From an optimization exercise on the open Yosys and OpenROAD flow, aimed at small area and a short achievable clock period; shortcuts taken in it are not production practice.
The RTL was checked by simulation tests, not by an equivalence proof against the original design.

[flow/run.sh]
#!/bin/bash
# synth_recipe.tcl (not shown) runs the flow's synth.tcl, then flattens the netlist and writes it again
# the make line also repeats each setting of config.mk as NAME=value (left out here)
make -C /OpenROAD-flow-scripts/flow DESIGN_CONFIG=/design/flow/config.mk WORK_HOME=/design/flow/orfs CLKGATE_MAP_FILE= SYNTH_SCRIPT=/design/flow/synth_recipe.tcl finish
[flow/config.mk]
export PLATFORM = sky130hd
export DESIGN_NAME = rs108_line_dec
export DESIGN_NICKNAME = rs108_line_dec
export VERILOG_FILES = /design/flow/design.v
export SDC_FILE = /design/flow/constraint.sdc
export NUM_CORES = 4
export LEC_CHECK = 0
export CAP_MARGIN = 20
export CORE_MARGIN = 2
export CORE_UTILIZATION = 40
export SLEW_MARGIN = 20
[flow/constraint.sdc]
create_clock -name core_clock -period 16.5 [get_ports {clk}]
set_input_delay 3.3000 -clock core_clock [delete_from_list [all_inputs] [get_ports {clk}]]
set_output_delay 3.3000 -clock core_clock [all_outputs]
set_load 0.01 [all_outputs]
[flow/design.v]
module rs108_beat_dec (
    input  wire [39:0] cw,
    input  wire        mark_en,
    input  wire [9:0]  msel,
    output wire [31:0] data,
    output wire        bad,
    output wire        c1,
    output wire [3:0]  loc
);
    wire [3:0] s1, s2;
    assign s1[0] = cw[0] ^ cw[7] ^ cw[10] ^ cw[13] ^ cw[16] ^ cw[19] ^ cw[22] ^ cw[23] ^ cw[25] ^ cw[26] ^ cw[28] ^ cw[29] ^ cw[31] ^ cw[32] ^ cw[34] ^ cw[37] ^ cw[39];
    assign s1[1] = cw[1] ^ cw[4] ^ cw[7] ^ cw[10] ^ cw[11] ^ cw[13] ^ cw[14] ^ cw[16] ^ cw[17] ^ cw[19] ^ cw[20] ^ cw[22] ^ cw[25] ^ cw[27] ^ cw[28] ^ cw[30] ^ cw[31] ^ cw[33] ^ cw[34] ^ cw[35] ^ cw[36] ^ cw[37] ^ cw[38] ^ cw[39];
    assign s1[2] = cw[2] ^ cw[5] ^ cw[8] ^ cw[11] ^ cw[14] ^ cw[15] ^ cw[17] ^ cw[18] ^ cw[20] ^ cw[21] ^ cw[23] ^ cw[24] ^ cw[26] ^ cw[29] ^ cw[31] ^ cw[32] ^ cw[34] ^ cw[35] ^ cw[37] ^ cw[38] ^ cw[39];
    assign s1[3] = cw[3] ^ cw[6] ^ cw[9] ^ cw[12] ^ cw[15] ^ cw[18] ^ cw[19] ^ cw[21] ^ cw[22] ^ cw[24] ^ cw[25] ^ cw[27] ^ cw[28] ^ cw[30] ^ cw[33] ^ cw[35] ^ cw[36] ^ cw[38] ^ cw[39];
    assign s2[0] = cw[0] ^ cw[6] ^ cw[8] ^ cw[11] ^ cw[13] ^ cw[14] ^ cw[16] ^ cw[18] ^ cw[20] ^ cw[22] ^ cw[23] ^ cw[24] ^ cw[25] ^ cw[26] ^ cw[27] ^ cw[28] ^ cw[29] ^ cw[35] ^ cw[37];
    assign s2[1] = cw[1] ^ cw[6] ^ cw[7] ^ cw[8] ^ cw[9] ^ cw[11] ^ cw[13] ^ cw[15] ^ cw[17] ^ cw[18] ^ cw[19] ^ cw[20] ^ cw[21] ^ cw[22] ^ cw[24] ^ cw[30] ^ cw[32] ^ cw[35] ^ cw[37] ^ cw[38];
    assign s2[2] = cw[2] ^ cw[4] ^ cw[7] ^ cw[9] ^ cw[10] ^ cw[12] ^ cw[14] ^ cw[16] ^ cw[18] ^ cw[19] ^ cw[20] ^ cw[21] ^ cw[22] ^ cw[23] ^ cw[24] ^ cw[25] ^ cw[31] ^ cw[33] ^ cw[38] ^ cw[39];
    assign s2[3] = cw[3] ^ cw[5] ^ cw[10] ^ cw[11] ^ cw[12] ^ cw[13] ^ cw[15] ^ cw[17] ^ cw[19] ^ cw[21] ^ cw[22] ^ cw[23] ^ cw[24] ^ cw[25] ^ cw[26] ^ cw[28] ^ cw[34] ^ cw[36] ^ cw[39];
    wire [9:0] eq;
    assign eq[0] = ~((s2[0] ^ s1[0]) | (s2[1] ^ s1[1]) | (s2[2] ^ s1[2]) | (s2[3] ^ s1[3]));
    assign eq[1] = ~((s2[0] ^ s1[3]) | (s2[1] ^ s1[0] ^ s1[3]) | (s2[2] ^ s1[1]) | (s2[3] ^ s1[2]));
    assign eq[2] = ~((s2[0] ^ s1[2]) | (s2[1] ^ s1[2] ^ s1[3]) | (s2[2] ^ s1[0] ^ s1[3]) | (s2[3] ^ s1[1]));
    assign eq[3] = ~((s2[0] ^ s1[1]) | (s2[1] ^ s1[1] ^ s1[2]) | (s2[2] ^ s1[2] ^ s1[3]) | (s2[3] ^ s1[0] ^ s1[3]));
    assign eq[4] = ~((s2[0] ^ s1[0] ^ s1[3]) | (s2[1] ^ s1[0] ^ s1[1] ^ s1[3]) | (s2[2] ^ s1[1] ^ s1[2]) | (s2[3] ^ s1[2] ^ s1[3]));
    assign eq[5] = ~((s2[0] ^ s1[2] ^ s1[3]) | (s2[1] ^ s1[0] ^ s1[2]) | (s2[2] ^ s1[0] ^ s1[1] ^ s1[3]) | (s2[3] ^ s1[1] ^ s1[2]));
    assign eq[6] = ~((s2[0] ^ s1[1] ^ s1[2]) | (s2[1] ^ s1[1] ^ s1[3]) | (s2[2] ^ s1[0] ^ s1[2]) | (s2[3] ^ s1[0] ^ s1[1] ^ s1[3]));
    assign eq[7] = ~((s2[0] ^ s1[0] ^ s1[1] ^ s1[3]) | (s2[1] ^ s1[0] ^ s1[2] ^ s1[3]) | (s2[2] ^ s1[1] ^ s1[3]) | (s2[3] ^ s1[0] ^ s1[2]));
    assign eq[8] = ~((s2[0] ^ s1[0] ^ s1[2]) | (s2[1] ^ s1[1] ^ s1[2] ^ s1[3]) | (s2[2] ^ s1[0] ^ s1[2] ^ s1[3]) | (s2[3] ^ s1[1] ^ s1[3]));
    assign eq[9] = ~((s2[0] ^ s1[1] ^ s1[3]) | (s2[1] ^ s1[0] ^ s1[1] ^ s1[2] ^ s1[3]) | (s2[2] ^ s1[1] ^ s1[2] ^ s1[3]) | (s2[3] ^ s1[0] ^ s1[2] ^ s1[3]));
    wire [9:0] hit = eq & msel;
    assign bad = ~|hit;
    assign c1  = ~mark_en & ~bad & (|s1);
    assign loc[0] = eq[1] | eq[3] | eq[5] | eq[7] | eq[9];
    assign loc[1] = eq[2] | eq[3] | eq[6] | eq[7];
    assign loc[2] = eq[4] | eq[5] | eq[6] | eq[7];
    assign loc[3] = eq[8] | eq[9];
    assign data[0] = cw[0] ^ (hit[0] & (s1[0]));
    assign data[1] = cw[1] ^ (hit[0] & (s1[1]));
    assign data[2] = cw[2] ^ (hit[0] & (s1[2]));
    assign data[3] = cw[3] ^ (hit[0] & (s1[3]));
    assign data[4] = cw[4] ^ (hit[1] & (s1[0] ^ s1[1]));
    assign data[5] = cw[5] ^ (hit[1] & (s1[2]));
    assign data[6] = cw[6] ^ (hit[1] & (s1[3]));
    assign data[7] = cw[7] ^ (hit[1] & (s1[0]));
    assign data[8] = cw[8] ^ (hit[2] & (s1[0] ^ s1[1] ^ s1[2]));
    assign data[9] = cw[9] ^ (hit[2] & (s1[3]));
    assign data[10] = cw[10] ^ (hit[2] & (s1[0]));
    assign data[11] = cw[11] ^ (hit[2] & (s1[0] ^ s1[1]));
    assign data[12] = cw[12] ^ (hit[3] & (s1[0] ^ s1[1] ^ s1[2] ^ s1[3]));
    assign data[13] = cw[13] ^ (hit[3] & (s1[0]));
    assign data[14] = cw[14] ^ (hit[3] & (s1[0] ^ s1[1]));
    assign data[15] = cw[15] ^ (hit[3] & (s1[0] ^ s1[1] ^ s1[2]));
    assign data[16] = cw[16] ^ (hit[4] & (s1[1] ^ s1[2] ^ s1[3]));
    assign data[17] = cw[17] ^ (hit[4] & (s1[0] ^ s1[1]));
    assign data[18] = cw[18] ^ (hit[4] & (s1[0] ^ s1[1] ^ s1[2]));
    assign data[19] = cw[19] ^ (hit[4] & (s1[0] ^ s1[1] ^ s1[2] ^ s1[3]));
    assign data[20] = cw[20] ^ (hit[5] & (s1[0] ^ s1[2] ^ s1[3]));
    assign data[21] = cw[21] ^ (hit[5] & (s1[0] ^ s1[1] ^ s1[2]));
    assign data[22] = cw[22] ^ (hit[5] & (s1[0] ^ s1[1] ^ s1[2] ^ s1[3]));
    assign data[23] = cw[23] ^ (hit[5] & (s1[1] ^ s1[2] ^ s1[3]));
    assign data[24] = cw[24] ^ (hit[6] & (s1[1] ^ s1[3]));
    assign data[25] = cw[25] ^ (hit[6] & (s1[0] ^ s1[1] ^ s1[2] ^ s1[3]));
    assign data[26] = cw[26] ^ (hit[6] & (s1[1] ^ s1[2] ^ s1[3]));
    assign data[27] = cw[27] ^ (hit[6] & (s1[0] ^ s1[2] ^ s1[3]));
    assign data[28] = cw[28] ^ (hit[7] & (s1[0] ^ s1[2]));
    assign data[29] = cw[29] ^ (hit[7] & (s1[1] ^ s1[2] ^ s1[3]));
    assign data[30] = cw[30] ^ (hit[7] & (s1[0] ^ s1[2] ^ s1[3]));
    assign data[31] = cw[31] ^ (hit[7] & (s1[1] ^ s1[3]));
endmodule
module rs108_line_dec (
    input  wire         clk,
    input  wire         rst,
    input  wire         in_valid,
    input  wire [319:0] in_data,
    input  wire         in_mark_en,
    input  wire [3:0]   in_mark_dev,
    input  wire         in_retry_en,
    input  wire         in_reread,
    output reg          out_valid,
    output reg          out_last,
    output reg  [255:0] out_data,
    output reg  [2:0]   out_kind,
    output reg  [3:0]   out_dev,
    output reg  [3:0]   out_beat
);
    reg       second_q;
    reg       mark_en_q;
    reg [3:0] mark_dev_q;
    reg       retry_en_q;
    reg       reread_q;
    reg       wbad_q;
    reg       wc1_q;
    reg [2:0] wbeat_q;
    reg [3:0] wloc_q;
    wire       mark_en  = second_q ? mark_en_q  : in_mark_en;
    wire [3:0] mark_dev = second_q ? mark_dev_q : in_mark_dev;
    wire       retry_en = second_q ? retry_en_q : in_retry_en;
    wire       reread   = second_q ? reread_q   : in_reread;
    wire [9:0] msel;
    genvar g;
    generate
        for (g = 0; g < 10; g = g + 1) begin : sel
            assign msel[g] = ~mark_en | (mark_dev == g);
        end
    endgenerate
    wire [255:0] dec_data;
    wire [7:0]   bad, c1;
    wire [31:0]  loc;
    generate
        for (g = 0; g < 8; g = g + 1) begin : beat
            rs108_beat_dec u_dec (
                .cw      (in_data[40*g +: 40]),
                .mark_en (mark_en),
                .msel    (msel),
                .data    (dec_data[32*g +: 32]),
                .bad     (bad[g]),
                .c1      (c1[g]),
                .loc     (loc[4*g +: 4])
            );
        end
    endgenerate
    function [2:0] first;
        input [7:0] v;
        integer n;
        begin
            first = 3'd0;
            for (n = 7; n >= 0; n = n - 1)
                if (v[n]) first = n;
        end
    endfunction
    reg [3:0] c1_loc;
    integer k;
    always @* begin
        c1_loc = 4'd0;
        for (k = 7; k >= 0; k = k - 1)
            if (c1[k]) c1_loc = loc[4*k +: 4];
    end
    wire       hbad  = |bad;
    wire       hc1   = |c1;
    wire [2:0] hbeat = hbad ? first(bad) : first(c1);
    wire       take2 = (hbad & ~wbad_q) | (hc1 & ~wbad_q & ~wc1_q);
    wire       lbad  = hbad | wbad_q;
    wire       lc1   = ~lbad & (hc1 | wc1_q);
    wire [3:0] lbeat = take2 ? {1'b1, hbeat} : {1'b0, wbeat_q};
    wire [3:0] lloc  = take2 ? c1_loc : wloc_q;
    reg [2:0] lkind;
    reg [3:0] ldev;
    always @* begin
        if (mark_en) begin
            ldev = mark_dev;
            if (lbad)
                lkind = (retry_en && !reread) ? 3'd4 : 3'd5;
            else
                lkind = reread ? 3'd3 : 3'd2;
        end else if (lbad) begin
            lkind = 3'd5;
            ldev  = 4'hf;
        end else if (lc1) begin
            lkind = 3'd1;
            ldev  = lloc;
        end else begin
            lkind = 3'd0;
            ldev  = 4'hf;
        end
    end
    always @(posedge clk) begin
        if (rst) begin
            second_q  <= 1'b0;
            out_valid <= 1'b0;
        end else begin
            out_valid <= in_valid;
            if (in_valid)
                second_q <= ~second_q;
        end
        if (in_valid && !second_q) begin
            mark_en_q  <= in_mark_en;
            mark_dev_q <= in_mark_dev;
            retry_en_q <= in_retry_en;
            reread_q   <= in_reread;
            wbad_q     <= hbad;
            wc1_q      <= hc1;
            wbeat_q    <= hbeat;
            wloc_q     <= c1_loc;
        end
        out_last <= second_q;
        out_data <= dec_data;
        out_kind <= lkind;
        out_dev  <= ldev;
        out_beat <= lbeat;
    end
endmodule
==> summary.txt <==
==> layout make-up <==
cell class                      instances  area [um^2]  area share
Sequential cell                       286         5890       0.175
Clock buffer                           41          951      0.0283
Clock inverter                         26          324     0.00965
Multi-Input combinational cell       2151        19100       0.569
Tap cell                              846         1060      0.0315
Antenna cell                            2         5.00    0.000149
Inverter                               29          114     0.00339
Timing Repair Buffer                  617         6130       0.183
==> cells by family (layout without fill, tap and decap cells) <==
family | count (synthesis) | in the layout | synth area share
multiplexers | 52 | 52 | 0.0220
AO/OA/AOI/OAI | 250 | 250 | 0.0738
AND/OR/NAND/NOR | 760 | 760 | 0.148
XOR/XNOR | 1083 | 1083 | 0.505
other | 0 | 2 | 0
flip-flops | 286 | 286 | 0.233
buffers and inverters | 94 | 713 | 0.0158
adder cells (fa/ha/maj) | 6 | 6 | 0.00297
==> metal layers <==
metal	vias to the layer above	track usage	wire length (um)
li1	9910	-	-
met1	10300	0.346	37800
met2	879	0.460	43900
met3	154	0.0538	6690
met4	2	0.0867	3030
met5	-	0	15
==> metrics by stage <==
| stage | cell area (um^2) | cells | worst slack [ns] |
|---|---|---|---|
| floorplan | 25300 | 2531 | 8.69 |
| global placement | 32300 | 3929 | 7.05 |
| detailed placement | 32300 | 3929 | 7.21 |
| CTS | 33600 | 3996 | 7.79 |
| global route | 33600 | 3998 | 7.49 |
| finish | 33600 | 3998 | 7.74 |
==> critical path, cell delays in order <==
cell and delay, ns:
clkdlybuf4s50_1 0.56, xnor3_1 0.49, xnor2_1 0.31, xnor3_1 0.51
xnor3_1 0.77, xor2_1 0.44, mux2i_1 0.32, o22ai_1 0.23
or4_1 0.60, nor3_1 0.37, a21boi_1 0.27, a211oi_1 0.43
o2111ai_1 0.20, o221a_2 0.20, o221a_1 0.21
==> final timing paths <==
kind                         startpoint             endpoint
setup / recovery           in_data[207]   out_dev[2]$_DFF_P_
hold / removal     wbeat_q[0]$_DFFE_PP_  out_beat[0]$_DFF_P_
setup reg to reg  second_q$_SDFFE_PP0P_   out_dev[3]$_DFF_P_
hold reg to reg    wbeat_q[0]$_DFFE_PP_  out_beat[0]$_DFF_P_
==> state kept, by name, indices dropped and copies added, names as in the netlist, 3 cells and up <==
register    cells
out_data      256
mark_dev_q      4
out_beat        4
out_dev         4
wloc_q          4
out_kind        3
wbeat_q         3
==> layout by cell type (no fill, tap or decap), types with 9 or more instances in the layout <==
cell	count
nand2_1	188
and3_1	30
inv_1	20
o22ai_1	9
clkdlybuf4s50_1	598
xor2_2	11
nand4_1	22
xor3_1	24
a31oi_1	11
mux2i_1	41
nand2b_1	29
o211ai_1	15
a21oi_1	30
clkbuf_16	37
dfxtp_1	270
xnor2_1	575
or2_2	15
xor2_1	252
nand3_1	83
nor3_1	65
nor2_1	200
xnor3_1	177
xnor3_2	14
xnor2_2	28
buf_4	19
edfxtp_1	16
o21ai_0	30
a211oi_1	17
or3_1	37
and2_1	22
==> flow_metrics.tcl <==
set metrics [dict create \
    status "no timing/DRC/antenna violations" \
    critPathArrivalTime_ns 9.22 \
    max_freq_mhz 114 \
    routed_wl_um 91500 \
    drive_gt1_frac 0.0663 \
    post_cts_resized 0 \
    io_pins 599 \
    netlist.area_leader.share 0.214 \
    grt_pass1_wl_um 136000 \
    hold_class "reg -> reg" \
    place_congestion 0.958 \
    synth_edf_count 16 \
    slew_viol_final 0 \
    clock_skew_ns 0.0202 \
    relSlewSlack 0.256 \
    drt_first_pass_iters 6 \
    syn_area_um2 25300 \
    ys_warn_count 1 \
    endpoint_kind "register" \
    post-dp-hpwl_um 73800 \
    syn_to_final_growth_pct 32.6 \
    worst_slew_pin_slew_ns 1.12 \
    globalRouteTotalUtil 0.271 \
    coreArea_um2 62900 \
    rrSetupSlack_ns 11.16 \
    vias 21200 \
    min_path_cells 1 \
    ys_ff_latch 286 \
    synthFlopType "dfxtp_1" \
    drt-initial-drc-count 1617 \
    worst_r2r_path_depth 13 \
    period_minus_slack_ns 8.76 \
    cap_violations 0 \
    seq_area_frac_synth 0.233 \
    syn_avg_cell_area_um2 10.0 \
    num_rows 92 \
    post-route-util 0.534 \
    start_kind "input pin" \
    clockBufferDepth 3 \
    crit_required_ns 16.96 \
    setup_violations 0 \
    grt_pass1_vias 21600 \
    post_drt_wl_per_cell_um 22.9 \
    clk_pin_slew_worst_paths_ns 0.07 \
    yosysMostFrequentCell "xnor2_1" \
    htreeDepth 2 \
    numCtsBuffers 37 \
    die_h_um 256 \
    cp_max_fo 13 \
    finalCritPeriodShare 0.531 \
    die_w_um 256 \
    clock-sinks 286 \
    yosysTopAreaCell "dfxtp_1" \
    initial_utilization 0.403 \
    finalHoldViolCount 0 \
    critPathKind "in -> reg" \
    drtAntennaViolNets 0 \
    n_fill_cell 5697 \
    async_flop_share 0 \
    rsz0062_at_grt "false" \
    hold_buffers 0 \
    syn_nets 2867 \
    via_per_inst 5.31 \
    netlist_top_cells_count "578 x xnor2_1, 270 x dfxtp_1, 253 x xor2_1" \
    synthTopCellsByArea "dfxtp_1 21%, xnor2_1 20%, xnor3_1 16%" \
    antenna_found_initial 3 \
    nNetsFinal 3458 \
    drc 0 \
    grt_max_degree 32 \
    post_cts_buffers 0 \
    ctsRootBufferMaster "clkbuf_16" \
    syn-instance-count 2531 \
    synthDistinctLibCells 110 \
    fin_worst_hold_slack_ns 0.463 \
    die-area_um2 65300 \
    grt_overflow 0 \
    worstSkewPairLatency_ns 0.57 \
    numPortBuffers 598 \
    fin_setup_tns_ns 0 \
    cts_tree "done" \
]

-- static timing again, ports no longer ideal --
Ports are ideal in the flow. The routed layout listed here was re-timed in OpenROAD. Step 1, drivers: a clkbuf_16 drives clk and a buf_2 each remaining input, both assumed. Step 2 times the ports against the registers' clock, not the clock port: input delays grow and output delays shrink by t, the midpoint of the rising clock arrivals with the driver on. Three values: no drivers, after step 1, after step 2; two values: the first two.
shift t [ns]: 0.621
slack for setup (ns): 7.745 / 7.780 / 7.158
worst hold slack (ns): 0.463 / 0.463 / 0.463
slew at the worst register clock pin (ns): 0.07 / 0.07
worst data-port slew with drivers (ns): 0.12
After both steps setup and hold are still met in this run. The setup slack of this run moves by +0.035 ns with the drivers and by -0.587 ns with both steps.
